This is an optimization exercise on Yosys and OpenROAD, whose aim is small area and a short achievable clock period, not a production implementation.
In this exercise RTL edits were held to simulation tests only and were not proved equivalent to the original.
Power and IR drop assume default switching activity.

==> flow/design.v (outline; a module is shown in full before it is edited, if it fits) <==
// module requant_window: 30 lines
// module requant_shift_hi: 34 lines
// module requant_lane: 24 lines
// module requant_add_bk: 43 lines
// module requant_booth: 54 lines
// module requant_mul: 2047 lines
// module requant_epilogue: 150 lines
module requant_epilogue #(
    parameter LANES = 2
) (
    input  wire                clk,
    input  wire                rst,
    input  wire                in_valid,
    input  wire [32*LANES-1:0] acc,
    input  wire [31*LANES-1:0] mult,
    input  wire [6*LANES-1:0]  shift,
    input  wire [16*LANES-1:0] zp,
    input  wire [1:0]          fmt,
    input  wire [15:0]         clamp_lo,
    input  wire [15:0]         clamp_hi,
    output reg                 out_valid,
    output reg  [16*LANES-1:0] out_q,
    output reg  [LANES-1:0]    out_sat
);
  // ...
==> flow/flow/run.sh <==
#!/bin/bash
# Layout flow: the standard.sh (ORFS from synthesis to finish) with two
# changes, each one setting:
#  - synthesis runs flow/synth_noabc.tcl, which is synth_recipe.tcl with
#    Yosys's synth told -noabc, so that extract_fa maps the RTL's full adders
#    as written (ORFS's own abc mapping still runs after it);
#  - the ports are buffered with buf_2 instead of the delay buffer that
#    buffer_ports picks by default.
# standard.sh's output goes to flow_standard.log; ORFS keeps each step's
# log under orfs/logs.
set -euo pipefail
here=$(pwd)
sed "s#SYNTH_SCRIPT=[^ ]*synth_recipe.tcl#SYNTH_SCRIPT=$here/flow/synth_noabc.tcl#" standard.sh > flow_standard.sh
grep -q "SYNTH_SCRIPT=$here/flow/synth_noabc.tcl" flow_standard.sh
export BUFFER_PORTS_ARGS="-buffer_cell sky130_fd_sc_hd__buf_2"
bash flow_standard.sh > flow_standard.log 2>&1
==> flow/flow/synth_noabc.tcl <==
# synth_recipe.tcl with one change: Yosys's synth skips its abc -fast pass
# (-noabc), so extract_fa sees the full adders as the RTL writes them rather
# than after abc has re-mapped them (which leaves inverters between them).
# ORFS's own abc mapping, after the adders are extracted, still runs.
proc synth {args} { yosys synth -nofsm -noshare -noabc {*}$args }
source $::env(SCRIPTS_DIR)/synth.tcl
# left out here: clear keep_hierarchy, flatten, clean up, hide names made inside functions, write 1_2_yosys.v
==> flow/standard.sh <==
#!/bin/bash
# synth_recipe.tcl (not shown) runs the flow's synth.tcl, then flattens the netlist and writes it again
# the make line also repeats each setting of config.mk as NAME=value (left out here)
make -C /OpenROAD-flow-scripts/flow DESIGN_CONFIG=/design/flow/config.mk WORK_HOME=/design/flow/orfs CLKGATE_MAP_FILE= SYNTH_SCRIPT=/design/flow/synth_recipe.tcl "${@:-finish}"
==> flow/config.mk <==
export PLATFORM = sky130hd
export DESIGN_NAME = requant_epilogue
export DESIGN_NICKNAME = requant_epilogue
export VERILOG_FILES = /design/flow/design.v
export SDC_FILE = /design/flow/constraint.sdc
export NUM_CORES = 4
export LEC_CHECK = 0
export ABC_AREA = 1
export CAP_MARGIN = 20
export CORE_MARGIN = 2
export CORE_UTILIZATION = 55
export CTS_CLUSTER_DIAMETER = 120
export CTS_CLUSTER_SIZE = 20
export PLACE_DENSITY = 0.7
export SLEW_MARGIN = 20
==> flow/constraint.sdc <==
create_clock -name core_clock -period 22.0 [get_ports {clk}]
set_input_delay 4.4000 -clock core_clock [delete_from_list [all_inputs] [get_ports {clk}]]
set_output_delay 4.4000 -clock core_clock [all_outputs]
set_load 0.01 [all_outputs]
==> flow_metrics.env, run 1 <==
export IMPL_status="complete, no violations"
export IMPL_tns_ns=0
export IMPL_nets=9127
export IMPL_rrSetupSlack_ns=16.26
export IMPL_path_max_fanout=27
export IMPL_fillers=11170
export IMPL_synth_seq_cells=708
export IMPL_wl_per_cell_um=25.37
export IMPL_dp_hpwl_um=157900
export IMPL_netlist_area_sq_um=70170
export IMPL_drt_met1_wl_um=88840
export IMPL_max_stage_delay_ns=0.57
export IMPL_final_common_cell="xor2_1"
export IMPL_largest_register_ffs=126
export IMPL_reg2regPathDepth=28
export IMPL_worst_path_buf_inv=3
export IMPL_power_density_nw_per_um2=185.9
export IMPL_hold_class="reg2reg"
export IMPL_regMostFlops="ra2"
export IMPL_cts_tree="built"
export IMPL_cp_startpoint="slo3[0]$_DFF_P_"
export IMPL_rr_endpoint="out_q[25]$_SDFF_PP0_"
export IMPL_ir_drop_mv=0.1840
export IMPL_clkSinkCount=708
export IMPL_seq_area_share_pct=19.23
export IMPL_top_layer="met5"
export IMPL_met1_usage_pct=45.31
export IMPL_r2r_start="slo3[0]$_DFF_P_"
export IMPL_whs_ns=0.3161
export IMPL_p_clk_share_pct=6.5
export IMPL_fp_dieW_um=361.2
export IMPL_synth_nets=9251
export IMPL_yosys_area_share_simple_pct=9.140
export IMPL_postLayoutCellArea_sq_um=73880
export IMPL_switchingPower_w=0.007151
export IMPL_cp_start_kind="flop"
export IMPL_busiest_layer="met2"
export IMPL_cp_slowest_cell="clkinv_1"
export IMPL_die_h_um=361.2
export IMPL_non_clock_buffer_count=410
export IMPL_cts_hold_buffers=0
export IMPL_nClkBuffers=46
export IMPL_cp_depth=28
export IMPL_synth_distinct_cells=62
==> module requant_lane, before the edit <==
module requant_lane (
    input  wire        [15:0] fl,         
    input  wire               s,          
    input  wire               big,        
    input  wire               rnd,        
    input  wire signed [15:0] zp,         
    input  wire        [1:0]  fmt,        
    input  wire signed [15:0] slo,
    input  wire signed [15:0] shi,
    input  wire               empty,
    output wire        [15:0] q,          
    output wire               sat         
);
    wire signed [17:0] r  = $signed({s, fl}) + $signed({17'd0, rnd});
    wire signed [17:0] lz = $signed({{2{slo[15]}}, slo}) - $signed({{2{zp[15]}}, zp});
    wire signed [17:0] hz = $signed({{2{shi[15]}}, shi}) - $signed({{2{zp[15]}}, zp});
    wire [15:0] qz = r[15:0] + zp;
    wire lt = big ? s  : (r < lz);
    wire gt = big ? ~s : (r > hz);
    wire [15:0] v = lt ? slo : gt ? shi : qz;
    assign sat = empty | lt | gt;
    assign q   = (fmt == 2'd0) ? {12'd0, v[3:0]} :
                 (fmt == 2'd3) ? v : {8'd0, v[7:0]};
endmodule
==> run 2, diff against run 1 <==
--- a/flow/design.v
+++ b/flow/design.v
@@ -75,13 +75,27 @@
     output wire        [15:0] q,          
     output wire               sat         
 );
-    wire signed [17:0] r  = $signed({s, fl}) + $signed({17'd0, rnd});
-    wire signed [17:0] lz = $signed({{2{slo[15]}}, slo}) - $signed({{2{zp[15]}}, zp});
-    wire signed [17:0] hz = $signed({{2{shi[15]}}, shi}) - $signed({{2{zp[15]}}, zp});
-    wire [15:0] qz = r[15:0] + zp;
-    wire lt = big ? s  : (r < lz);
-    wire gt = big ? ~s : (r > hz);
-    wire [15:0] v = lt ? slo : gt ? shi : qz;
+    wire [18:0] qc;
+    requant_add_bk #(.W(19)) u_q (
+        .a ({s, s, fl, rnd}),
+        .b ({{2{zp[15]}}, zp, rnd}),
+        .s (qc)
+    );
+    wire [17:0] qz = qc[18:1];
+    wire [17:0] dlo, dhi;
+    requant_add_bk #(.W(18)) u_lo (
+        .a ({{2{slo[15]}}, slo}),
+        .b (~qz),
+        .s (dlo)
+    );
+    requant_add_bk #(.W(18)) u_hi (
+        .a (qz),
+        .b (~{{2{shi[15]}}, shi}),
+        .s (dhi)
+    );
+    wire lt = big ? s  : ~dlo[17];
+    wire gt = big ? ~s : ~dhi[17];
+    wire [15:0] v = lt ? slo : gt ? shi : qz[15:0];
     assign sat = empty | lt | gt;
     assign q   = (fmt == 2'd0) ? {12'd0, v[3:0]} :
                  (fmt == 2'd3) ? v : {8'd0, v[7:0]};
==> run 2 against run 1 <==
Still clean. Flip-flop and latch count is the same. Critical path depth fell by 27. Synthesized area is 3.7% lower. Non-clock buffer count decreased by 9. Sequential share of layout area is 0.74 points higher. Register-to-register slack gained 0.77 ns. Fmax increased by 3.7%. First-iteration DRC count shrank 3.3%. Final cell count decreased by 4.7%. Clock-buffer cell count increased by 3. Sequential power decreased by 3%. Clock power is 1% lower. Largest power group unchanged.
==> flow_metrics.env, run 2 <==
export IMPL_drv_slew=0
export IMPL_synthTopCellsByArea="fa_1 (27%), dfxtp_1 (21%), xor2_1 (13%)"
export IMPL_cts_htree_levels=2
export IMPL_ys_seq_area_share_pct=20.97
export IMPL_viasPerCell=6.443
export IMPL_maxCapViolations=0
export IMPL_cts_hold_buffers=0
export IMPL_drive_above_1_share_pct=9.037
export IMPL_grt_overflow_total=0
export IMPL_path_max_fanout=1
export IMPL_clkSinkCount=708
export IMPL_ant_nets=0
export IMPL_layout_common_cells="xor2_1 (1042), o22ai_1 (993), fa_1 (924), nand2_1 (804), dfxtp_1 (678)"
export IMPL_die_h_um=354.6
export IMPL_wl_per_cell_um=25.82
export IMPL_max_stage_delay_ns=0.32
export IMPL_path_cells="buf_2"
export IMPL_dp_cells=8700
export IMPL_final_common_cell="xor2_1"
export IMPL_regMostFlops="ra2"
export IMPL_skew_ns=0.07523
export IMPL_worst_slew_pin_slew_ns=1.016
export IMPL_synth_distinct_cells=62
export IMPL_die_area_sq_um=125700
export IMPL_netlist_area_sq_um=67600
export IMPL_yosysMostFrequentCell="xor2_1"
export IMPL_fmax_ghz=0.1806
export IMPL_crit_end="out_q[5]"
export IMPL_synth_ff_type="dfxtp_1"
export IMPL_power_density_nw_per_um2=179.3
export IMPL_path_class="reg2out"
export IMPL_synth_edf_count=0
export IMPL_path_delay_family="flip-flops"
export IMPL_status="complete, no violations"
export IMPL_end_kind="output pin"
export IMPL_rrSetupSlack_ns=17.03
export IMPL_cp_depth=1
export IMPL_gp_congestion=0.9575
export IMPL_critPathRequiredTime_ns=17.60
export IMPL_wirelength_um=226200
export IMPL_period_share_pct=25.16
export IMPL_dp_hpwl_um=152900
export IMPL_vias=56450
export IMPL_ir_drop_mv=0.1418
export IMPL_slew_headroom_pct=32.02
export IMPL_grt_pass1_wl_um=344200
export IMPL_ios=242
export IMPL_area_growth_pct=5.252
export IMPL_setup_viol=0
export IMPL_root_buffer="clkbuf_16"
export IMPL_first_pass_iters=10
export IMPL_synth_common_cells="xor2_1 (1042), o22ai_1 (993), fa_1 (924), nand2_1 (804), dfxtp_1 (708)"
export IMPL_final_util_pct=58.38
export IMPL_grt_pass1_vias=58980
export IMPL_start_util_pct=55.47
export IMPL_ys_warn_count=5
export IMPL_synth_area_leader_cell="fa_1"
export IMPL_nets=8667
export IMPL_clk_latency_ns=0.73
export IMPL_hold_violations=0
export IMPL_yosys_area_top_type_share_pct=27.36
export IMPL_rows=128
export IMPL_worst_path_buf_inv=1
export IMPL_tns_ns=0
export IMPL_synthCells=7249
export IMPL_cts_tree="built"
export IMPL_cp_slowest_cell="dfxtp_1"
export IMPL_num_antenna_cells=0
export IMPL_async_flop_share_pct=0
export IMPL_rsz0062_at_grt="false"
export IMPL_grt_max_degree=53
export IMPL_coreArea_sq_um=121900
export IMPL_cts_resized=0
export IMPL_cp_startpoint="out_q[5]$_SDFF_PN0_"
export IMPL_synth_seq_cells=708
export IMPL_largest_register_ffs=126
export IMPL_track_usage_pct=35.59
export IMPL_numCtsBuffers=46
export IMPL_syn_mean_instance_area_sq_um=9.326
export IMPL_cp_start_kind="flop"
export IMPL_drt_iter0_markers=6988
export IMPL_p_leak_nw=32.32
export IMPL_rr_endpoint="ra2[37]$_DFF_P_"
export IMPL_stdcell_count=8762
export IMPL_port_buffers=241
export IMPL_hold_class="reg2reg"
export IMPL_clkTransAtPathRegs_ns=0.09
export IMPL_fp_dieW_um=354.6
export IMPL_reg2regPathDepth=12
export IMPL_antenna_found_initial=1
export IMPL_drc=0
export IMPL_min_period_ns=5.536
export IMPL_post_cts_buffers=0
export IMPL_top_regs="ra2 x126, rb2 x124, acc1 x64"
export IMPL_crit_arrival_ns=1.14
export IMPL_r2r_start="one1[3]$_DFF_P_"
export IMPL_synth_nets=8793
export IMPL_cts_buffer_depth=3
## run 2: cell count changes after synthesis, moves of 19 or more
cell,previous run,this run
mux2_2,0,22
ha_1,487,413
xnor2_1,83,24
inv_1,655,633
a21oi_1,215,148
o21ai_0,232,164
xor2_1,1115,1042
o21bai_1,20,1
## run 2: how the worst min path moves through the flow
stage | from | to | slack (ns) | cells after the start
after floorplan | emp2$_DFF_P_ | emp3$_DFF_P_ | 0.31 | 0
after global placement | slo2[13]$_DFF_P_ | slo3[13]$_DFF_P_ | 0.31 | 0
after detailed placement | zp2[2]$_DFF_P_ | zp3[2]$_DFF_P_ | 0.31 | 0
after CTS | zp1[5]$_DFF_P_ | zp2[5]$_DFF_P_ | 0.33 | 0
after global routing | zp1[5]$_DFF_P_ | zp2[5]$_DFF_P_ | 0.33 | 0
final | zp1[5]$_DFF_P_ | zp2[5]$_DFF_P_ | 0.32 | 0
## run 2: final cells by class
cell class / instances / area [sq um]
Clock buffer: 49 / 1172
Clock inverter: 13 / 182.7
Fill cell: 10580 / 50720
Inverter: 644 / 2417
Multi-Input combinational cell: 5322 / 48730
Sequential cell: 708 / 14210
Tap cell: 1625 / 2033
Timing Repair Buffer: 401 / 2407
## run 2: per-stage QoR
stage	total power (W)	hold slack, ns	setup WS (ns)	cell area, sq um
4_1_cts	0.01264	0.3263	16.42	71150
3_3_place_gp	0.01138	0.3104	16.92	69800
2_1_floorplan	0.008454	0.3096	17.16	67600
6_report	0.01276	0.3236	16.46	71160
3_5_place_dp	0.01172	0.3121	16.91	69800
5_1_grt	0.01395	0.3254	16.40	71160
## run 2: cells by family (layout without fill, tap and decap cells)
group | count (synthesis) | after routing | share of synthesized area, %
AO/OA/AOI/OAI | 1461 | 1461 | 13.27
AND/OR/NAND/NOR | 1414 | 1414 | 9.307
adder cells (fa/ha/maj) | 1337 | 1337 | 35.01
buffers and inverters | 1219 | 1107 | 6.951
XOR/XNOR | 1066 | 1066 | 13.81
flip-flops | 708 | 708 | 20.97
multiplexers | 44 | 44 | 0.6922
## run 2: power by group
part / switching, W / total [W] / internal, W
Combinational: 0.00587 / 0.00983 / 0.00396
Clock: 0.000494 / 0.000889 / 0.000396
Sequential: 0.000230 / 0.00204 / 0.00181
## run 2: per-layer routing
layer / part of all wire [%] / GRT usage, %
met1: 37 / 44.82
met2: 43 / 53.25
met3: 14 / 12.49
met4: 6.8 / 19.92
met5: 0.044 / 0.6792
==> run 3, diff against run 2 <==
==> flow/flow/run.sh (replaced) <==
#!/bin/bash
# Layout flow: the standard.sh (ORFS from synthesis to finish) with
# these changes:
#  - synthesis runs flow/synth_noabc.tcl, which is synth_recipe.tcl with
#    Yosys's synth told -noabc, so that extract_fa maps the RTL's full adders
#    as written (ORFS's own abc mapping still runs after it);
#  - the ports are buffered with buf_1 instead of the delay buffer that
#    buffer_ports picks by default, and flow/post_gp.tcl (run after global
#    placement) makes the output ports' buffers buf_4 and the output
#    registers dfxtp_2.
# standard.sh's output goes to flow_standard.log; ORFS keeps each step's
# log under orfs/logs.
set -euo pipefail
here=$(pwd)
sed "s#SYNTH_SCRIPT=[^ ]*synth_recipe.tcl#SYNTH_SCRIPT=$here/flow/synth_noabc.tcl#" standard.sh > flow_standard.sh
grep -q "SYNTH_SCRIPT=$here/flow/synth_noabc.tcl" flow_standard.sh
export BUFFER_PORTS_ARGS="-buffer_cell sky130_fd_sc_hd__buf_1"
export POST_GLOBAL_PLACE_TCL="$here/flow/post_gp.tcl"
bash flow_standard.sh > flow_standard.log 2>&1
==> flow/flow/post_gp.tcl (new file) <==
# Run after global placement (POST_GLOBAL_PLACE_TCL). buffer_ports gave
# every port a buf_1; the outputs, which the output registers drive to the
# die edge, get a buf_4 instead, and the output registers drive strength 2.
foreach inst [get_cells output*] {
  replace_cell $inst sky130_fd_sc_hd__buf_4
}
foreach inst [get_cells {out_q* out_sat* out_valid*}] {
  if {[get_property [get_lib_cells -of_objects $inst] name] == "sky130_fd_sc_hd__dfxtp_1"} {
    replace_cell $inst sky130_fd_sc_hd__dfxtp_2
  }
}
==> run 3 against run 2 <==
Still clean. Power down 0.14%. Flip-flop and latch count unchanged. Sequential power about the same. First-iteration DRC count up 0.74%. Clock-buffer cell count down 2. Clock skew down 0.027 ns. Sequential share of layout area up 0.093 points. Final cell count about the same. Fmax about the same. Non-clock buffer count up 4. Wire length about the same. Clock power down 2%. Critical endpoint is now out_valid. Largest cell class unchanged.
==> flow_metrics.env, run 3 <==
export IMPL_min_period_ns=5.530
export IMPL_track_usage_pct=35.75
export IMPL_rsz0062_at_grt="false"
export IMPL_cp_start_kind="flop"
export IMPL_cp_slowest_cell="dfxtp_2"
export IMPL_layout_common_cells="xor2_1 (1042), o22ai_1 (993), fa_1 (924), nand2_1 (804), dfxtp_1 (642)"
export IMPL_cts_buffer_depth=3
export IMPL_setup_viol=0
export IMPL_p_int_w=0.006153
export IMPL_cts_htree_levels=2
export IMPL_fillers=10590
export IMPL_ys_warn_count=5
export IMPL_p_clk_share_pct=6.8
export IMPL_switchingPower_w=0.006589
export IMPL_drv_slew=0
export IMPL_grt_pass1_wl_um=346000
export IMPL_wirelength_um=226300
export IMPL_first_pass_iters=9
export IMPL_yosys_area_top_type_share_pct=27.36
export IMPL_synth_seq_cells=708
export IMPL_ir_drop_mv=0.1153
export IMPL_synth_ff_type="dfxtp_1"
export IMPL_rows=128
export IMPL_netlist_area_sq_um=67600
export IMPL_worst_slew_pin_slew_ns=1.133
export IMPL_antenna_found_initial=6
export IMPL_synth_nets=8793
export IMPL_power_w=0.01274
export IMPL_post_cts_buffers=0
export IMPL_reg2regPathDepth=11
export IMPL_slew_headroom_pct=24.20
export IMPL_skew_ns=0.04792
export IMPL_start_util_pct=55.47
export IMPL_cts_hold_buffers=0
export IMPL_port_buffers=241
export IMPL_ant_nets=0
export IMPL_swShare_pct=51.71
export IMPL_cts_resized=0
export IMPL_synth_area_leader_cell="fa_1"
export IMPL_hold_class="reg2reg"
export IMPL_clkSinkCount=708
export IMPL_tns_ns=0
export IMPL_ys_seq_area_share_pct=20.97
export IMPL_nets=8670
export IMPL_hold_violations=0
export IMPL_vias=56510
export IMPL_grt_max_degree=53
export IMPL_maxCapViolations=0
export IMPL_crit_end="out_valid"
export IMPL_synth_edf_count=0
export IMPL_power_frac_seq_pct=16.0
export IMPL_critPathRequiredTime_ns=17.60
export IMPL_regMostFlops="ra2"
export IMPL_drive_above_1_share_pct=6.710
export IMPL_ios=242
export IMPL_power_density_nw_per_um2=179.3
export IMPL_yosysMostFrequentCell="xor2_1"
export IMPL_synth_common_cells="xor2_1 (1042), o22ai_1 (993), fa_1 (924), nand2_1 (804), dfxtp_1 (708)"
export IMPL_async_flop_share_pct=0
export IMPL_largest_register_ffs=126
export IMPL_status="complete, no violations"
export IMPL_fp_dieW_um=354.6
export IMPL_cp_startpoint="out_valid$_SDFF_PP0_"
export IMPL_area_growth_pct=5.099
export IMPL_drt_iter0_markers=7040
export IMPL_cts_tree="built"
export IMPL_max_stage_delay_ns=0.32
export IMPL_crit_arrival_ns=1.13
export IMPL_path_cells="buf_4"
export IMPL_grt_pass1_vias=58990
export IMPL_synthTopCellsByArea="fa_1 (27%), dfxtp_1 (21%), xor2_1 (13%)"
export IMPL_rr_endpoint="ra2[39]$_DFF_P_"
export IMPL_syn_mean_instance_area_sq_um=9.326
export IMPL_period_share_pct=25.14
export IMPL_path_delay_family="flip-flops"
export IMPL_fmax_ghz=0.1808
export IMPL_viasPerCell=6.444
export IMPL_path_class="reg2out"
export IMPL_drc=0
export IMPL_clk_latency_ns=0.69
export IMPL_r2r_start="one1[4]$_DFF_P_"
export IMPL_pwr_share_comb_pct=77.2
export IMPL_wl_per_cell_um=25.81
export IMPL_cp_depth=1
export IMPL_clkTransAtPathRegs_ns=0.09
export IMPL_synthCells=7249
export IMPL_dp_hpwl_um=151700
export IMPL_numCtsBuffers=45
export IMPL_grt_overflow_total=0
export IMPL_end_kind="output pin"
export IMPL_root_buffer="clkbuf_16"
export IMPL_synth_distinct_cells=62
export IMPL_top_regs="ra2 x126, rb2 x124, acc1 x64"
export IMPL_die_h_um=354.6
export IMPL_worst_path_buf_inv=1
export IMPL_die_area_sq_um=125700
export IMPL_coreArea_sq_um=121900
export IMPL_rrSetupSlack_ns=17.07
export IMPL_p_leak_nw=31.79
export IMPL_final_common_cell="xor2_1"
export IMPL_path_max_fanout=1
==> run 3: cell counts after synthesis <==
No cell type changed its count.
==> run 3: power groups by stage <==
stage | registers [W] | logic, W | clock network (W)
2_1_floorplan | 0.00200 | 0.00645 | 0
3_3_place_gp | 0.00206 | 0.00934 | 0
3_5_place_dp | 0.00207 | 0.00964 | 0
4_1_cts | 0.00204 | 0.00970 | 0.000895
5_1_grt | 0.00208 | 0.0109 | 0.000936
6_report | 0.00204 | 0.00983 | 0.000870
==> run 3: per-layer routing <==
metal | wire (um) | part of all wire, % | vias up | GRT usage [%]
met1 | 82060 | 36 | 26920 | 44.26
met3 | 31570 | 14 | 1246 | 13.23
met2 | 96680 | 43 | 4365 | 53.72
met5 | 227 | 0.10 | - | 0.7925
li1 | - | - | 23960 | -
met4 | 15730 | 7.0 | 12 | 20.29
==> run 3: cell type report <==
cell class	instances	area [sq um]	area share (%)
Sequential cell	708	14260	20.06
Timing Repair Buffer	405	2267	3.191
Multi-Input combinational cell	5322	48730	68.59
Inverter	644	2417	3.402
Clock inverter	13	182.7	0.2571
Antenna cell	4	10.01	0.01409
Clock buffer	47	1154	1.624
Tap cell	1625	2033	2.862
==> run 3: how the worst min path moves through the flow <==
| stage | from | endpoint | slack (ns) | cells past startpoint |
|---|---|---|---|---|
| finish | zp2[21]$_DFF_P_ | zp3[21]$_DFF_P_ | 0.33 | 0 |
| global route | shi2[3]$_DFF_P_ | shi3[3]$_DFF_P_ | 0.33 | 0 |
| CTS | shi2[3]$_DFF_P_ | shi3[3]$_DFF_P_ | 0.33 | 0 |
| detailed placement | shi2[1]$_DFF_P_ | shi3[1]$_DFF_P_ | 0.31 | 0 |
| global placement | sh1[8]$_DFF_P_ | sh2[8]$_DFF_P_ | 0.31 | 0 |
| floorplan | emp2$_DFF_P_ | emp3$_DFF_P_ | 0.31 | 0 |
==> run 3: logic make-up after synthesis <==
logic type / share of synthesized area, %
xor gates and xnor gates: 13.81
and+or+nand+nor: 9.307
DFF: 20.97
muxes: 0.6922
adders and majority gates: 35.01
buffers and inverters: 6.951
AOI/OAI and AO/OA: 13.27
==> run 3: stage by stage <==
stage | hold WS (ns) | setup slack [ns] | util, % | cells | cell area (sq um)
after floorplan | 0.3096 | 17.16 | - | 7249 | 67600
after detailed placement | 0.3121 | 16.70 | 57.19 | 8704 | 69710
after global routing | 0.3303 | 16.44 | 58.29 | 8764 | 71040
after CTS | 0.3277 | 16.43 | 58.29 | 8764 | 71040
final | 0.3265 | 16.47 | 58.30 | 8768 | 71050
after global placement | 0.3110 | 16.71 | 57.05 | 8704 | 69530
==> run 4, diff against run 3 <==
--- a/flow/flow/run.sh
+++ b/flow/flow/run.sh
@@ -7,7 +7,10 @@
 #  - the ports are buffered with buf_1 instead of the delay buffer that
 #    buffer_ports picks by default, and flow/post_gp.tcl (run after global
 #    placement) makes the output ports' buffers buf_4 and the output
-#    registers dfxtp_2.
+#    registers dfxtp_2;
+#  - clock tree synthesis (CTS_ARGS) clusters up to 20 sinks within 120 um
+#    per leaf buffer, as config.mk's CTS_CLUSTER_SIZE and
+#    CTS_CLUSTER_DIAMETER ask, and adds no dummy loads.
 # standard.sh's output goes to flow_standard.log; ORFS keeps each step's
 # log under orfs/logs.
 set -euo pipefail
@@ -16,4 +19,5 @@
 grep -q "SYNTH_SCRIPT=$here/flow/synth_noabc.tcl" flow_standard.sh
 export BUFFER_PORTS_ARGS="-buffer_cell sky130_fd_sc_hd__buf_1"
 export POST_GLOBAL_PLACE_TCL="$here/flow/post_gp.tcl"
+export CTS_ARGS="-sink_clustering_enable -repair_clock_nets -sink_clustering_size 20 -sink_clustering_max_diameter 120 -dont_use_dummy_load"
 bash flow_standard.sh > flow_standard.log 2>&1
==> run 4 against run 3 <==
Still clean on timing, DRC and antenna. Final cell count decreased by 0.18%. Sequential power about the same. Clock power down 7.9%. Register-to-register slack got worse by 0.04 ns. Clock skew rose by 0.023 ns. Worst hold slack worse by 0.0013 ns. Fmax grew 0.29%. Utilization decreased by 0.17 points. Flip-flop and latch count unchanged. Synthesized area unchanged. Combinational power hardly changed. Critical path type unchanged. Largest cell class unchanged.
==> flow_metrics.env, run 4 <==
export IMPL_path_cells="buf_4"
export IMPL_drive_above_1_share_pct=6.513
export IMPL_setup_viol=0
export IMPL_rows=128
export IMPL_netlist_area_sq_um=67600
export IMPL_cp_start_kind="flop"
export IMPL_top_regs="ra2 x126, rb2 x124, acc1 x64"
export IMPL_ant_nets=0
export IMPL_regMostFlops="ra2"
export IMPL_ir_drop_mv=0.1158
export IMPL_synth_distinct_cells=62
export IMPL_rsz0062_at_grt="false"
export IMPL_clkTransAtPathRegs_ns=0.09
export IMPL_cts_tree="built"
export IMPL_slew_headroom_pct=29.19
export IMPL_synth_nets=8793
export IMPL_synth_common_cells="xor2_1 (1042), o22ai_1 (993), fa_1 (924), nand2_1 (804), dfxtp_1 (708)"
export IMPL_grt_pass1_wl_um=345600
export IMPL_yosys_area_share_adder_pct=35.01
export IMPL_r2r_start="one1[4]$_DFF_P_"
export IMPL_largest_register_ffs=126
export IMPL_drv_slew=0
export IMPL_min_from="shi2[3]$_DFF_P_"
export IMPL_status="complete, no violations"
export IMPL_numCtsBuffers=45
export IMPL_power_density_nw_per_um2=179.1
export IMPL_synthMuxAreaShare_pct=0.6922
export IMPL_end_kind="output pin"
export IMPL_layout_common_cells="xor2_1 (1042), o22ai_1 (993), fa_1 (924), nand2_1 (804), dfxtp_1 (642)"
export IMPL_dp_hpwl_um=151700
export IMPL_synth_compound_area_share_pct=13.27
export IMPL_coreArea_sq_um=121900
export IMPL_drt_iter0_markers=7106
export IMPL_hold_violations=0
export IMPL_grt_pass1_vias=58930
export IMPL_min_period_ns=5.514
export IMPL_die_h_um=354.6
export IMPL_root_buffer="clkbuf_16"
export IMPL_ios=242
export IMPL_final_common_cell="xor2_1"
export IMPL_synthTopCellsByArea="fa_1 (27%), dfxtp_1 (21%), xor2_1 (13%)"
export IMPL_clk_latency_ns=0.66
export IMPL_synth_ff_type="dfxtp_1"
export IMPL_hold_class="reg2reg"
export IMPL_critPathRequiredTime_ns=17.60
export IMPL_worst_slew_pin_slew_ns=1.061
export IMPL_path_delay_family="flip-flops"
export IMPL_clkSinkCount=708
export IMPL_cts_resized=0
export IMPL_synthCells=7249
export IMPL_skew_ns=0.07054
export IMPL_maxCapViolations=0
export IMPL_hold_end="shi3[3]$_DFF_P_"
export IMPL_hold_depth=0
export IMPL_cp_slowest_cell="dfxtp_2"
export IMPL_worst_path_buf_inv=1
export IMPL_port_buffers=241
export IMPL_p_leak_nw=31.69
export IMPL_grt_overflow_total=0
export IMPL_rr_endpoint="ra2[38]$_DFF_P_"
export IMPL_synth_xor_area_share_pct=13.81
export IMPL_path_class="reg2out"
export IMPL_synth_area_leader_cell="fa_1"
export IMPL_synth_seq_cells=708
export IMPL_vias=56420
export IMPL_fp_dieW_um=354.6
export IMPL_stdcell_count=8752
export IMPL_ys_seq_area_share_pct=20.97
export IMPL_yosys_area_top_type_share_pct=27.36
export IMPL_ys_warn_count=5
export IMPL_rrSetupSlack_ns=17.03
export IMPL_area_growth_pct=4.784
export IMPL_post_cts_buffers=0
export IMPL_die_area_sq_um=125700
export IMPL_tns_ns=0
export IMPL_grt_max_degree=53
export IMPL_wirelength_um=226100
export IMPL_crit_arrival_ns=1.11
export IMPL_synth_edf_count=0
export IMPL_path_max_fanout=1
export IMPL_reg2regPathDepth=11
export IMPL_antenna_found_initial=4
export IMPL_viasPerCell=6.446
export IMPL_first_pass_iters=8
export IMPL_wl_per_cell_um=25.84
export IMPL_syn_mean_instance_area_sq_um=9.326
export IMPL_yosysMostFrequentCell="xor2_1"
export IMPL_fmax_ghz=0.1814
export IMPL_async_flop_share_pct=0
export IMPL_yosys_area_share_simple_pct=9.307
export IMPL_dp_cells=8704
export IMPL_cts_htree_levels=2
export IMPL_period_share_pct=25.06
export IMPL_final_util_pct=58.12
export IMPL_max_stage_delay_ns=0.33
export IMPL_track_usage_pct=35.71
export IMPL_cts_hold_buffers=0
export IMPL_start_util_pct=55.47
export IMPL_cts_buffer_depth=3
export IMPL_nets=8670
export IMPL_drc=0
export IMPL_synth_top_family_by_area="adder cells"
-- run 4: logic make-up (layout without fill, tap and decap cells) --
family,Yosys count,in the layout
buffers and inverters,1219,1094
AO/OA/AOI/OAI,1461,1461
AND/OR/NAND/NOR,1414,1414
flip-flops,708,708
adder cells (fa/ha/maj),1337,1337
other,0,3
multiplexers,44,44
XOR/XNOR,1066,1066
-- run 4: layer usage --
layer	vias to the layer above	global-route usage, %	share of wire (%)	wire (um)
met5	-	1.623	0.13	284
met4	10	20.31	7.1	16150
met3	1266	12.67	14	31080
met2	4318	53.69	43	96210
met1	26890	44.45	36	82420
li1	23940	-	-	-
-- run 4: worst max-delay path by stage --
stage                          from               end  cells past startpoint
5_1_grt        out_q[15]$_SDFF_PP0_         out_q[15]                      1
3_3_place_gp                mult[5]   two1[3]$_DFF_P_                      3
3_5_place_dp                mult[5]   two1[3]$_DFF_P_                      3
2_1_floorplan              mult[19]  two1[10]$_DFF_P_                      3
6_report       out_q[15]$_SDFF_PP0_         out_q[15]                      1
4_1_cts        out_q[15]$_SDFF_PP0_         out_q[15]                      1
-- run 4: area by class of cell --
type	count	area, sq um
antenna	3	7.507
clock buffer	45	1126
fill	10600	51040
inverter	644	2417
multi-input combinational	5322	48730
sequential	708	14260
tap	1625	2033
timing repair buffer	405	2267
-- run 4: stage by stage --
step / hold slack (ns) / setup WS [ns] / instance area (sq um) / power, W
after floorplan: 0.3096 / 17.16 / 67600 / 0.008454
after global placement: 0.3110 / 16.71 / 69530 / 0.01140
after detailed placement: 0.3121 / 16.70 / 69710 / 0.01172
after CTS: 0.3277 / 16.44 / 70830 / 0.01257
after global routing: 0.3303 / 16.44 / 70830 / 0.01386
final: 0.3252 / 16.49 / 70840 / 0.01269
-- run 4: where the power goes --
part	total (W)	switching, W	internal, W
clock	0.000801	0.000439	0.000362
sequential	0.00204	0.000224	0.00182
combinational	0.00984	0.00589	0.00395
total	0.0127	0.00655	0.00613
==> module requant_epilogue, before the edit <==
module requant_epilogue #(
    parameter LANES = 2
) (
    input  wire                clk,
    input  wire                rst,
    input  wire                in_valid,
    input  wire [32*LANES-1:0] acc,
    input  wire [31*LANES-1:0] mult,
    input  wire [6*LANES-1:0]  shift,
    input  wire [16*LANES-1:0] zp,
    input  wire [1:0]          fmt,
    input  wire [15:0]         clamp_lo,
    input  wire [15:0]         clamp_hi,
    output reg                 out_valid,
    output reg  [16*LANES-1:0] out_q,
    output reg  [LANES-1:0]    out_sat
);
    genvar i;
    reg                v1;
    reg [32*LANES-1:0] acc1;
    reg [16*LANES-1:0] one1, two1;
    reg [15*LANES-1:0] neg1;
    reg [6*LANES-1:0]  sh1;
    reg [16*LANES-1:0] zp1;
    reg [1:0]          fmt1;
    reg [15:0]         lo1, hi1;
    wire [16*LANES-1:0] one_w, two_w;
    wire [15*LANES-1:0] neg_w;
    generate
        for (i = 0; i < LANES; i = i + 1) begin : enc
            requant_booth u_enc (
                .m   (mult[31*i +: 31]),
                .one (one_w[16*i +: 16]),
                .two (two_w[16*i +: 16]),
                .neg (neg_w[15*i +: 15])
            );
        end
    endgenerate
    always @(posedge clk) begin
        if (rst) v1 <= 1'b0;
        else     v1 <= in_valid;
        acc1  <= acc;
        one1  <= one_w;
        two1  <= two_w;
        neg1  <= neg_w;
        sh1   <= shift;
        zp1   <= zp;
        fmt1  <= fmt;
        lo1   <= clamp_lo;
        hi1   <= clamp_hi;
    end
    wire [15:0] slo_w, shi_w;
    wire        emp_w;
    requant_window u_win (
        .fmt(fmt1), .clamp_lo(lo1), .clamp_hi(hi1),
        .slo(slo_w), .shi(shi_w), .empty(emp_w)
    );
    wire [63*LANES-1:0] ra_w, rb_w;
    generate
        for (i = 0; i < LANES; i = i + 1) begin : mul
            requant_mul u_mul (
                .a   (acc1[32*i +: 32]),
                .one (one1[16*i +: 16]),
                .two (two1[16*i +: 16]),
                .neg (neg1[15*i +: 15]),
                .ra  (ra_w[63*i +: 63]),
                .rb  (rb_w[63*i +: 63])
            );
        end
    endgenerate
    reg                v2;
    reg [63*LANES-1:0] ra2, rb2;
    reg [6*LANES-1:0]  sh2;
    reg [16*LANES-1:0] zp2;
    reg [1:0]          fmt2;
    reg [15:0]         slo2, shi2;
    reg                emp2;
    always @(posedge clk) begin
        if (rst) v2 <= 1'b0;
        else     v2 <= v1;
        ra2  <= ra_w;
        rb2  <= rb_w;
        sh2  <= sh1;
        zp2  <= zp1;
        fmt2 <= fmt1;
        slo2 <= slo_w;
        shi2 <= shi_w;
        emp2 <= emp_w;
    end
    wire [16*LANES-1:0] fl_w;
    wire [LANES-1:0]    s_w, big_w, rnd_w;
    generate
        for (i = 0; i < LANES; i = i + 1) begin : sha
            requant_shift_hi u_sh (
                .ra    (ra2[63*i +: 63]),
                .rb    (rb2[63*i +: 63]),
                .shift (sh2[6*i +: 6]),
                .fl    (fl_w[16*i +: 16]),
                .s     (s_w[i]),
                .big   (big_w[i]),
                .rnd   (rnd_w[i])
            );
        end
    endgenerate
    reg                v3;
    reg [16*LANES-1:0] fl3;
    reg [LANES-1:0]    s3, big3, rnd3;
    reg [16*LANES-1:0] zp3;
    reg [1:0]          fmt3;
    reg [15:0]         slo3, shi3;
    reg                emp3;
    always @(posedge clk) begin
        if (rst) v3 <= 1'b0;
        else     v3 <= v2;
        fl3  <= fl_w;
        s3   <= s_w;
        big3 <= big_w;
        rnd3 <= rnd_w;
        zp3  <= zp2;
        fmt3 <= fmt2;
        slo3 <= slo2;
        shi3 <= shi2;
        emp3 <= emp2;
    end
    wire [16*LANES-1:0] q_w;
    wire [LANES-1:0]    sat_w;
    generate
        for (i = 0; i < LANES; i = i + 1) begin : lane
            requant_lane u_lane (
                .fl    (fl3[16*i +: 16]),
                .s     (s3[i]),
                .big   (big3[i]),
                .rnd   (rnd3[i]),
                .zp    (zp3[16*i +: 16]),
                .fmt   (fmt3),
                .slo   (slo3),
                .shi   (shi3),
                .empty (emp3),
                .q     (q_w[16*i +: 16]),
                .sat   (sat_w[i])
            );
        end
    endgenerate
    always @(posedge clk) begin
        if (rst) out_valid <= 1'b0;
        else     out_valid <= v3;
        out_q   <= q_w;
        out_sat <= sat_w;
    end
endmodule
==> run 5, diff against run 4 <==
--- a/flow/design.v
+++ b/flow/design.v
@@ -2264,31 +2264,16 @@
     genvar i;
     reg                v1;
     reg [32*LANES-1:0] acc1;
-    reg [16*LANES-1:0] one1, two1;
-    reg [15*LANES-1:0] neg1;
+    reg [31*LANES-1:0] mult1;
     reg [6*LANES-1:0]  sh1;
     reg [16*LANES-1:0] zp1;
     reg [1:0]          fmt1;
     reg [15:0]         lo1, hi1;
-    wire [16*LANES-1:0] one_w, two_w;
-    wire [15*LANES-1:0] neg_w;
-    generate
-        for (i = 0; i < LANES; i = i + 1) begin : enc
-            requant_booth u_enc (
-                .m   (mult[31*i +: 31]),
-                .one (one_w[16*i +: 16]),
-                .two (two_w[16*i +: 16]),
-                .neg (neg_w[15*i +: 15])
-            );
-        end
-    endgenerate
     always @(posedge clk) begin
         if (rst) v1 <= 1'b0;
         else     v1 <= in_valid;
         acc1  <= acc;
-        one1  <= one_w;
-        two1  <= two_w;
-        neg1  <= neg_w;
+        mult1 <= mult;
         sh1   <= shift;
         zp1   <= zp;
         fmt1  <= fmt;
@@ -2301,14 +2286,22 @@
         .fmt(fmt1), .clamp_lo(lo1), .clamp_hi(hi1),
         .slo(slo_w), .shi(shi_w), .empty(emp_w)
     );
+    wire [16*LANES-1:0] one_w, two_w;
+    wire [15*LANES-1:0] neg_w;
     wire [63*LANES-1:0] ra_w, rb_w;
     generate
         for (i = 0; i < LANES; i = i + 1) begin : mul
+            requant_booth u_enc (
+                .m   (mult1[31*i +: 31]),
+                .one (one_w[16*i +: 16]),
+                .two (two_w[16*i +: 16]),
+                .neg (neg_w[15*i +: 15])
+            );
             requant_mul u_mul (
                 .a   (acc1[32*i +: 32]),
-                .one (one1[16*i +: 16]),
-                .two (two1[16*i +: 16]),
-                .neg (neg1[15*i +: 15]),
+                .one (one_w[16*i +: 16]),
+                .two (two_w[16*i +: 16]),
+                .neg (neg_w[15*i +: 15]),
                 .ra  (ra_w[63*i +: 63]),
                 .rb  (rb_w[63*i +: 63])
             );
==> run 5 against run 4 <==
Via count is 1.2% lower. Clock skew is 0.0037 ns lower. Worst hold slack worse by 0.0063 ns. Clock power is 2% lower. Fmax is 9.7% lower. Still clean on timing, DRC and antenna. Flip-flop and latch count is 32 lower. Global-route usage is 1.2 points lower. Sequential power is 2% lower.
==> flow_metrics.env, run 5 <==
export IMPL_status="complete, no violations"
export IMPL_synth_edf_count=0
export IMPL_drive_above_1_share_pct=6.330
export IMPL_async_flop_share_pct=0
export IMPL_root_buffer="clkbuf_16"
export IMPL_coreArea_sq_um=120100
export IMPL_grt_pass1_wl_um=333200
export IMPL_clkSinkCount=676
export IMPL_numCtsBuffers=44
export IMPL_synth_area_leader_cell="fa_1"
export IMPL_p_leak_nw=31.28
export IMPL_largest_register_ffs=126
export IMPL_cp_start_kind="flop"
export IMPL_regMostFlops="ra2"
export IMPL_area_growth_pct=4.912
export IMPL_drt_iter0_markers=6790
export IMPL_yosys_area_top_type_share_pct=27.71
export IMPL_drv_slew=0
export IMPL_wl_per_cell_um=24.98
export IMPL_dp_hpwl_um=149600
export IMPL_vias=55750
export IMPL_dp_worst_setup_slack_ns=15.97
export IMPL_grt_pass1_vias=57430
export IMPL_synthCells=7232
export IMPL_path_class="reg2reg"
export IMPL_final_util_pct=58.29
export IMPL_dp_cells=8661
export IMPL_port_buffers=241
export IMPL_crit_arrival_ns=6.60
export IMPL_cts_htree_levels=2
export IMPL_track_usage_pct=34.46
export IMPL_synth_nets=8776
export IMPL_wirelength_um=217500
export IMPL_start_util_pct=55.56
export IMPL_cts_tree="built"
export IMPL_ant_nets=0
export IMPL_die_area_sq_um=124200
export IMPL_netlist_area_sq_um=66740
export IMPL_synth_seq_cells=676
export IMPL_rows=127
export IMPL_cts_resized=0
export IMPL_viasPerCell=6.403
export IMPL_hold_violations=0
export IMPL_antenna_found_initial=9
export IMPL_grt_overflow_total=0
export IMPL_maxCapViolations=0
export IMPL_synth_common_cells="xor2_1 (1046), o22ai_1 (992), fa_1 (924), nand2_1 (856), dfxtp_1 (676)"
export IMPL_min_from="emp2$_DFF_P_"
export IMPL_rsz0062_at_grt="false"
export IMPL_synthTopCellsByArea="fa_1 (28%), dfxtp_1 (20%), xor2_1 (14%)"
export IMPL_syn_mean_instance_area_sq_um=9.229
export IMPL_fin_ws_ns=15.90
export IMPL_fmax_ghz=0.1638
export IMPL_ir_drop_mv=0.1397
export IMPL_synth_distinct_cells=55
export IMPL_cp_startpoint="mult1[34]$_DFF_P_"
export IMPL_slew_headroom_pct=24.41
export IMPL_worst_slew_pin_slew_ns=1.133
export IMPL_cts_hold_buffers=0
export IMPL_post_cts_buffers=0
export IMPL_fillers=10530
export IMPL_stdcell_count=8707
export IMPL_fp_dieW_um=352.4
export IMPL_end_kind="flop"
export IMPL_final_common_cell="xor2_1"
export IMPL_die_h_um=352.4
export IMPL_hold_class="reg2reg"
export IMPL_ios=242
export IMPL_tns_ns=0
export IMPL_multi_input_area_sq_um=48780
export IMPL_first_pass_iters=7
export IMPL_period_share_pct=27.75
export IMPL_nets=8639
export IMPL_cts_buffer_depth=3
export IMPL_critPathRequiredTime_ns=22.50
export IMPL_r2r_start="mult1[34]$_DFF_P_"
export IMPL_yosysMostFrequentCell="xor2_1"
export IMPL_skew_ns=0.06687
export IMPL_min_period_ns=6.105
export IMPL_top_regs="ra2 x126, rb2 x124, acc1 x64"
export IMPL_grt_max_degree=51
export IMPL_clk_latency_ns=0.66
export IMPL_clkTransAtPathRegs_ns=0.09
export IMPL_path_max_fanout=37
export IMPL_ys_warn_count=5
export IMPL_setup_viol=0
export IMPL_synth_ff_type="dfxtp_1"
export IMPL_layout_common_cells="xor2_1 (1046), o22ai_1 (992), fa_1 (924), nand2_1 (852), dfxtp_1 (611)"
export IMPL_layout_area_seq_sq_um=13610
export IMPL_power_density_nw_per_um2=175.4
export IMPL_drc=0
export IMPL_ys_seq_area_share_pct=20.28
==> run 5: path summary, 6_finish.rpt <==
path	slack (ns)	to	depth (start not counted)
max	15.90	ra2[93]$_DFF_P_	14
min reg2reg	0.32	emp3$_DFF_P_	0
min	0.32	emp3$_DFF_P_	0
max reg2reg	15.90	ra2[93]$_DFF_P_	14
==> run 5: cell type report <==
class	instances	area share [%]
tap	1612	2.880
inverter	603	3.232
antenna	2	0.007147
clock buffer	44	1.572
multi-input combinational	5369	69.67
timing repair buffer	401	3.195
sequential	676	19.44
==> run 5: layer usage <==
layer	track usage, %	routed length, um	part of all wire (%)
met1	44.80	82220	38
met4	17.02	12700	5.8
met3	10.16	28360	13
met5	0	89	0.041
met2	52.48	94170	43
==> run 5: where the power goes <==
part | total, W | internal (W) | switching, W | leakage, nW
clock | 0.000784 | 0.000354 | 0.000430 | 0.542
sequential | 0.00200 | 0.00176 | 0.000244 | 5.70
combinational | 0.00950 | 0.00384 | 0.00566 | 25.0
==> run 5: kinds of logic (layout without fill, tap and decap cells) <==
| group | count (synthesis) | after routing | share of synthesized area (%) |
|---|---|---|---|
| AO/OA/AOI/OAI | 1487 | 1487 | 13.68 |
| AND/OR/NAND/NOR | 1467 | 1467 | 9.666 |
| adder cells (fa/ha/maj) | 1337 | 1337 | 35.46 |
| buffers and inverters | 1187 | 1048 | 6.749 |
| XOR/XNOR | 1062 | 1062 | 13.94 |
| flip-flops | 676 | 676 | 20.28 |
| multiplexers | 16 | 16 | 0.2399 |
| other | 0 | 2 | 0 |
==> run 5: worst max-delay path: stages (launching register included) <==
cell and delay, ns:
dfxtp_2 0.32, buf_4 0.55, nand2_1 0.11, inv_1 0.09, nor2_1 0.07, inv_2 0.54
nand2_2 0.66, o22ai_1 0.35, xor2_1 0.24, fa_1 0.46, fa_1 0.50, fa_1 0.51
fa_1 0.57, fa_1 0.46, fa_1 0.49
==> run 5: stage by stage <==
step	hold slack [ns]	total power (W)	cell area [sq um]
after floorplan	0.3096	0.008388	66740
after global placement	0.3101	0.01104	68730
after detailed placement	0.3121	0.01141	68910
after CTS	0.3218	0.01224	70010
after global routing	0.3255	0.01354	70020
final	0.3189	0.01228	70020
==> module requant_shift_hi, before the edit <==
module requant_shift_hi (
    input  wire [62:0] ra,
    input  wire [62:0] rb,
    input  wire [5:0]  shift,      
    output wire [15:0] fl,         
    output wire        s,          
    output wire        big,
    output wire        rnd         
);
    wire [62:0] p;
    requant_add_bk #(.W(63)) u_add (.a(ra), .b(rb), .s(p));
    assign s = p[62];
    wire [63:0] x0 = {p, 1'b0};
    wire [47:0] y5  = shift[5] ? {{16{s}}, x0[63:32]} : x0[47:0];
    wire        b5  = ~shift[5] & (|(x0[62:48] ^ {15{s}}));
    wire        st5 = shift[5] & (|x0[31:0]);
    wire [31:0] y4  = shift[4] ? y5[47:16] : y5[31:0];
    wire        b4  = b5 | (~shift[4] & (|(y5[47:32] ^ {16{s}})));
    wire        st4 = st5 | (shift[4] & (|y5[15:0]));
    wire [23:0] y3  = shift[3] ? y4[31:8] : y4[23:0];
    wire        b3  = b4 | (~shift[3] & (|(y4[31:24] ^ {8{s}})));
    wire        st3 = st4 | (shift[3] & (|y4[7:0]));
    wire [19:0] y2  = shift[2] ? y3[23:4] : y3[19:0];
    wire        b2  = b3 | (~shift[2] & (|(y3[23:20] ^ {4{s}})));
    wire        st2 = st3 | (shift[2] & (|y3[3:0]));
    wire [17:0] y1  = shift[1] ? y2[19:2] : y2[17:0];
    wire        b1  = b2 | (~shift[1] & (|(y2[19:18] ^ {2{s}})));
    wire        st1 = st2 | (shift[1] & (|y2[1:0]));
    wire [16:0] w   = shift[0] ? y1[17:1] : y1[16:0];
    wire        stk = st1 | (shift[0] & y1[0]);
    assign big = b1 | (~shift[0] & (y1[17] ^ s));
    assign fl  = w[16:1];
    assign rnd = w[0] & (stk | w[1]);
endmodule
==> run 6, diff against run 5 <==
--- a/flow/design.v
+++ b/flow/design.v
@@ -29,16 +29,19 @@
     assign shi = empty ? k : hi_gt_dmax ? dmax : clamp_hi;
 endmodule
 module requant_shift_hi (
-    input  wire [62:0] ra,
-    input  wire [62:0] rb,
+    input  wire [62:16] ra,        
+    input  wire [62:16] rb,
+    input  wire        cin,        
+    input  wire [15:0] lo,         
     input  wire [5:0]  shift,      
     output wire [15:0] fl,         
     output wire        s,          
     output wire        big,
     output wire        rnd         
 );
-    wire [62:0] p;
-    requant_add_bk #(.W(63)) u_add (.a(ra), .b(rb), .s(p));
+    wire [47:0] hc;
+    requant_add_bk #(.W(48)) u_add (.a({ra, cin}), .b({rb, cin}), .s(hc));
+    wire [62:0] p = {hc[47:1], lo};
     assign s = p[62];
     wire [63:0] x0 = {p, 1'b0};
     wire [47:0] y5  = shift[5] ? {{16{s}}, x0[63:32]} : x0[47:0];
@@ -2264,16 +2267,31 @@
     genvar i;
     reg                v1;
     reg [32*LANES-1:0] acc1;
-    reg [31*LANES-1:0] mult1;
+    reg [16*LANES-1:0] one1, two1;
+    reg [15*LANES-1:0] neg1;
     reg [6*LANES-1:0]  sh1;
     reg [16*LANES-1:0] zp1;
     reg [1:0]          fmt1;
     reg [15:0]         lo1, hi1;
+    wire [16*LANES-1:0] one_w, two_w;
+    wire [15*LANES-1:0] neg_w;
+    generate
+        for (i = 0; i < LANES; i = i + 1) begin : enc
+            requant_booth u_enc (
+                .m   (mult[31*i +: 31]),
+                .one (one_w[16*i +: 16]),
+                .two (two_w[16*i +: 16]),
+                .neg (neg_w[15*i +: 15])
+            );
+        end
+    endgenerate
     always @(posedge clk) begin
         if (rst) v1 <= 1'b0;
         else     v1 <= in_valid;
         acc1  <= acc;
-        mult1 <= mult;
+        one1  <= one_w;
+        two1  <= two_w;
+        neg1  <= neg_w;
         sh1   <= shift;
         zp1   <= zp;
         fmt1  <= fmt;
@@ -2286,29 +2304,29 @@
         .fmt(fmt1), .clamp_lo(lo1), .clamp_hi(hi1),
         .slo(slo_w), .shi(shi_w), .empty(emp_w)
     );
-    wire [16*LANES-1:0] one_w, two_w;
-    wire [15*LANES-1:0] neg_w;
     wire [63*LANES-1:0] ra_w, rb_w;
+    wire [17*LANES-1:0] lo_w;            
     generate
         for (i = 0; i < LANES; i = i + 1) begin : mul
-            requant_booth u_enc (
-                .m   (mult1[31*i +: 31]),
-                .one (one_w[16*i +: 16]),
-                .two (two_w[16*i +: 16]),
-                .neg (neg_w[15*i +: 15])
-            );
             requant_mul u_mul (
                 .a   (acc1[32*i +: 32]),
-                .one (one_w[16*i +: 16]),
-                .two (two_w[16*i +: 16]),
-                .neg (neg_w[15*i +: 15]),
+                .one (one1[16*i +: 16]),
+                .two (two1[16*i +: 16]),
+                .neg (neg1[15*i +: 15]),
                 .ra  (ra_w[63*i +: 63]),
                 .rb  (rb_w[63*i +: 63])
             );
+            requant_add_bk #(.W(17)) u_lo (
+                .a ({1'b0, ra_w[63*i +: 16]}),
+                .b ({1'b0, rb_w[63*i +: 16]}),
+                .s (lo_w[17*i +: 17])
+            );
         end
     endgenerate
+    integer k;
     reg                v2;
-    reg [63*LANES-1:0] ra2, rb2;
+    reg [47*LANES-1:0] ra2, rb2;         
+    reg [17*LANES-1:0] lo2;
     reg [6*LANES-1:0]  sh2;
     reg [16*LANES-1:0] zp2;
     reg [1:0]          fmt2;
@@ -2317,8 +2335,11 @@
     always @(posedge clk) begin
         if (rst) v2 <= 1'b0;
         else     v2 <= v1;
-        ra2  <= ra_w;
-        rb2  <= rb_w;
+        for (k = 0; k < LANES; k = k + 1) begin
+            ra2[47*k +: 47] <= ra_w[63*k+16 +: 47];
+            rb2[47*k +: 47] <= rb_w[63*k+16 +: 47];
+        end
+        lo2  <= lo_w;
         sh2  <= sh1;
         zp2  <= zp1;
         fmt2 <= fmt1;
@@ -2331,8 +2352,10 @@
     generate
         for (i = 0; i < LANES; i = i + 1) begin : sha
             requant_shift_hi u_sh (
-                .ra    (ra2[63*i +: 63]),
-                .rb    (rb2[63*i +: 63]),
+                .ra    (ra2[47*i +: 47]),
+                .rb    (rb2[47*i +: 47]),
+                .cin   (lo2[17*i+16]),
+                .lo    (lo2[17*i +: 16]),
                 .shift (sh2[6*i +: 6]),
                 .fl    (fl_w[16*i +: 16]),
                 .s     (s_w[i]),
==> run 6 against run 5 <==
Via count up 1.1%. Critical endpoint is now out_q[0]. Die area down 0.14%. Clock-buffer cell count up 2. Clock power up 2%. Wire length up 2.8%.
==> flow_metrics.env, run 6 <==
export IMPL_status="complete, no violations"
export IMPL_pwr_share_comb_pct=78.9
export IMPL_post_cts_buffers=0
export IMPL_synth_area_leader_cell="fa_1"
export IMPL_r2r_start="one1[1]$_DFF_P_"
export IMPL_ys_warn_count=6
export IMPL_min_from="zp1[0]$_DFF_P_"
export IMPL_cp_start_kind="flop"
export IMPL_track_usage_pct=35.58
export IMPL_synthCells=7244
export IMPL_power_frac_seq_pct=15.1
export IMPL_worst_path_buf_inv=1
export IMPL_drv_slew=0
export IMPL_clkSinkCount=680
export IMPL_end_kind="output pin"
export IMPL_fmax_ghz=0.1803
export IMPL_rrSetupSlack_ns=16.49
export IMPL_die_h_um=352.1
export IMPL_antenna_found_initial=7
export IMPL_area_growth_pct=4.854
export IMPL_viasPerCell=6.462
export IMPL_p_clk_share_pct=5.9
export IMPL_synth_seq_cells=680
export IMPL_critPathRequiredTime_ns=17.60
export IMPL_layout_area_seq_sq_um=13690
export IMPL_wirelength_um=223700
export IMPL_worst_slew_pin_slew_ns=1.254
export IMPL_power_density_nw_per_um2=192.4
export IMPL_nets=8652
export IMPL_min_period_ns=5.547
export IMPL_skew_ns=0.09196
export IMPL_hold_violations=0
export IMPL_yosys_area_top_type_share_pct=27.81
export IMPL_ant_nets=0
export IMPL_drive_above_1_share_pct=5.319
export IMPL_hold_depth=0
export IMPL_synth_top_family_by_area="adder cells"
export IMPL_cts_resized=0
export IMPL_cts_hold_buffers=0
export IMPL_swShare_pct=52.03
export IMPL_synth_edf_count=0
export IMPL_reg2regPathDepth=17
export IMPL_synth_nets=8788
export IMPL_wl_per_cell_um=25.65
export IMPL_syn_mean_instance_area_sq_um=9.201
export IMPL_dp_hpwl_um=150300
export IMPL_yosys_area_share_adder_pct=35.53
export IMPL_root_buffer="clkbuf_16"
export IMPL_synth_common_cells="xor2_1 (1027), o22ai_1 (992), fa_1 (926), nand2_1 (809), dfxtp_1 (680)"
export IMPL_fillers=10630
export IMPL_grt_overflow_total=0
export IMPL_period_share_pct=25.21
export IMPL_path_max_fanout=1
export IMPL_clkTransAtPathRegs_ns=0.08
export IMPL_synth_compound_area_share_pct=13.17
export IMPL_rsz0062_at_grt="false"
export IMPL_netlist_area_sq_um=66650
export IMPL_path_delay_family="flip-flops"
export IMPL_p_int_w=0.006450
export IMPL_path_cells="buf_4"
export IMPL_hold_class="reg2reg"
export IMPL_coreArea_sq_um=120100
export IMPL_final_common_cell="xor2_1"
export IMPL_yosys_area_share_simple_pct=9.538
export IMPL_cts_htree_levels=2
export IMPL_switchingPower_w=0.006996
export IMPL_p_leak_nw=30.81
export IMPL_multi_input_area_sq_um=48550
export IMPL_cts_tree="built"
export IMPL_layout_common_cells="xor2_1 (1027), o22ai_1 (992), fa_1 (926), nand2_1 (809), dfxtp_1 (615)"
export IMPL_slew_headroom_pct=16.11
export IMPL_drt_iter0_markers=7119
export IMPL_grt_max_degree=49
export IMPL_cp_slowest_cell="dfxtp_2"
export IMPL_crit_arrival_ns=1.15
export IMPL_drc=0
export IMPL_vias=56340
export IMPL_top_regs="ra2 x94, rb2 x94, acc1 x64"
export IMPL_grt_pass1_wl_um=341800
export IMPL_power_w=0.01345
export IMPL_maxCapViolations=0
export IMPL_numCtsBuffers=46
export IMPL_rr_endpoint="lo2[15]$_DFF_P_"
export IMPL_setup_viol=0
export IMPL_clk_latency_ns=0.69
export IMPL_synthTopCellsByArea="fa_1 (28%), dfxtp_1 (20%), xor2_1 (13%)"
export IMPL_fp_dieW_um=352.1
export IMPL_yosysMostFrequentCell="xor2_1"
export IMPL_cts_buffer_depth=3
export IMPL_async_flop_share_pct=0
export IMPL_ys_seq_area_share_pct=20.42
export IMPL_start_util_pct=55.48
export IMPL_path_class="reg2out"
export IMPL_port_buffers=241
export IMPL_synth_xor_area_share_pct=14.30
export IMPL_ir_drop_mv=0.1707
export IMPL_ios=242
export IMPL_max_stage_delay_ns=0.33
export IMPL_rows=127
export IMPL_die_area_sq_um=124000
export IMPL_first_pass_iters=9
export IMPL_synthMuxAreaShare_pct=0.3060
export IMPL_hold_end="zp2[0]$_DFF_P_"
export IMPL_synth_distinct_cells=50
export IMPL_grt_pass1_vias=57880
export IMPL_tns_ns=0
export IMPL_synth_ff_type="dfxtp_1"
-- run 6: changes by cell type in the layout (fill, tap and decap cells not counted), moves of 14 or more --
cell     change
a21o_1      -15
nand3_1     +49
nand2_2     -24
o21ai_1     +71
xor2_1      -19
xnor2_1     +45
or2_1       +14
o21ai_0     -49
nand2_1     -43
a31o_2      -20
a21oi_1     +17
inv_2       +18
inv_1       -35
nor2_1      +52
-- run 6: metrics by stage --
stage                     instance area [sq um]  cells  hold slack (ns)  setup slack, ns  utilization, %
final                                     69890   8719           0.2922            16.45           58.18
after global routing                      69880   8718           0.3064            16.21           58.17
after CTS                                 69880   8718           0.2853            16.42           58.17
after detailed placement                  68730   8672           0.3121            16.76           57.22
after global placement                    68560   8672           0.3111            16.76           57.07
after floorplan                           66650   7244           0.3096            17.16               -
-- run 6: cells by family after synthesis --
kind of cell,count (synthesis)
adders and majority gates,1337
xor gates and xnor gates,1085
buffers and inverters,1182
muxes,19
and+or+nand+nor,1479
DFF,680
AOI/OAI and AO/OA,1462
-- run 6: area by class of cell --
class                   instances  share of cell area (%)
multi-input cells            5382                   69.47
flip-flops and latches        680                   19.60
inverters                     598                   3.212
repair buffers                400                   3.190
well taps                    1612                   2.886
clock buffers                  46                   1.647
diodes                          1                0.003581
-- run 6: how the worst max path moves through the flow --
stage / startpoint / endpoint / slack, ns / cells past startpoint
2_1_floorplan: mult[32] / two1[17]$_DFF_P_ / 17.16 / 3
3_3_place_gp: mult[5] / two1[2]$_DFF_P_ / 16.76 / 2
3_5_place_dp: mult[5] / two1[2]$_DFF_P_ / 16.76 / 2
4_1_cts: out_q[22]$_SDFF_PN0_ / out_q[22] / 16.42 / 1
5_1_grt: two1[0]$_DFF_P_ / lo2[15]$_DFF_P_ / 16.21 / 17
6_report: out_q[0]$_DFF_P_ / out_q[0] / 16.45 / 1
-- run 6: metal layers --
metal  up-vias  global-route usage, %  share of wire [%]
li1      23890                      -                  -
met1     26940                  46.26                 37
met2      4373                  52.97                 42
met3      1138                  12.53                 14
met4         8                  16.91                6.0
met5         -                      0              0.024
-- run 6: power by group through the flow --
stage	Clock (W)	Combinational (W)	Sequential, W
floorplan	0	0.00677	0.00196
detailed placement	0	0.0104	0.00206
finish	0.000800	0.0106	0.00203
CTS	0.000822	0.0104	0.00203
global placement	0	0.0101	0.00205
global route	0.000862	0.0117	0.00207

-- what the ideal ports hide --
The flow's constraints put no driver on any port. The routed layouts listed below were extracted and timed again, unchanged, in two steps. Step 1 (the two cells are an assumption about what drives the block):
set clk [get_ports {clk}]
set_driving_cell -lib_cell sky130_fd_sc_hd__clkbuf_16 $clk
set_driving_cell -lib_cell sky130_fd_sc_hd__buf_2 [delete_from_list [all_inputs] $clk]
Step 2 also shifts input and output timing later by t, the mid clock arrival at the registers, as if the neighbouring blocks saw the same clock. Slacks: ideal / step 1 / step 2; pairs: ideal / step 1.
run | t, ns | setup slack, ns | worst register clock-pin slew, ns
run 1 | 0.760 | 16.261 / 16.261 / 16.261 | 0.10 / 0.10
run 2 | 0.774 | 16.464 / 16.382 / 16.939 | 0.10 / 0.10
run 3 | 0.748 | 16.470 / 16.390 / 16.802 | 0.10 / 0.10
run 4 | 0.706 | 16.486 / 16.407 / 16.801 | 0.10 / 0.10
run 5 | 0.712 | 15.895 / 15.895 / 15.895 | 0.10 / 0.10
run 6 | 0.722 | 16.453 / 16.374 / 16.487 | 0.09 / 0.09
After both steps setup and hold are still met in every run listed.
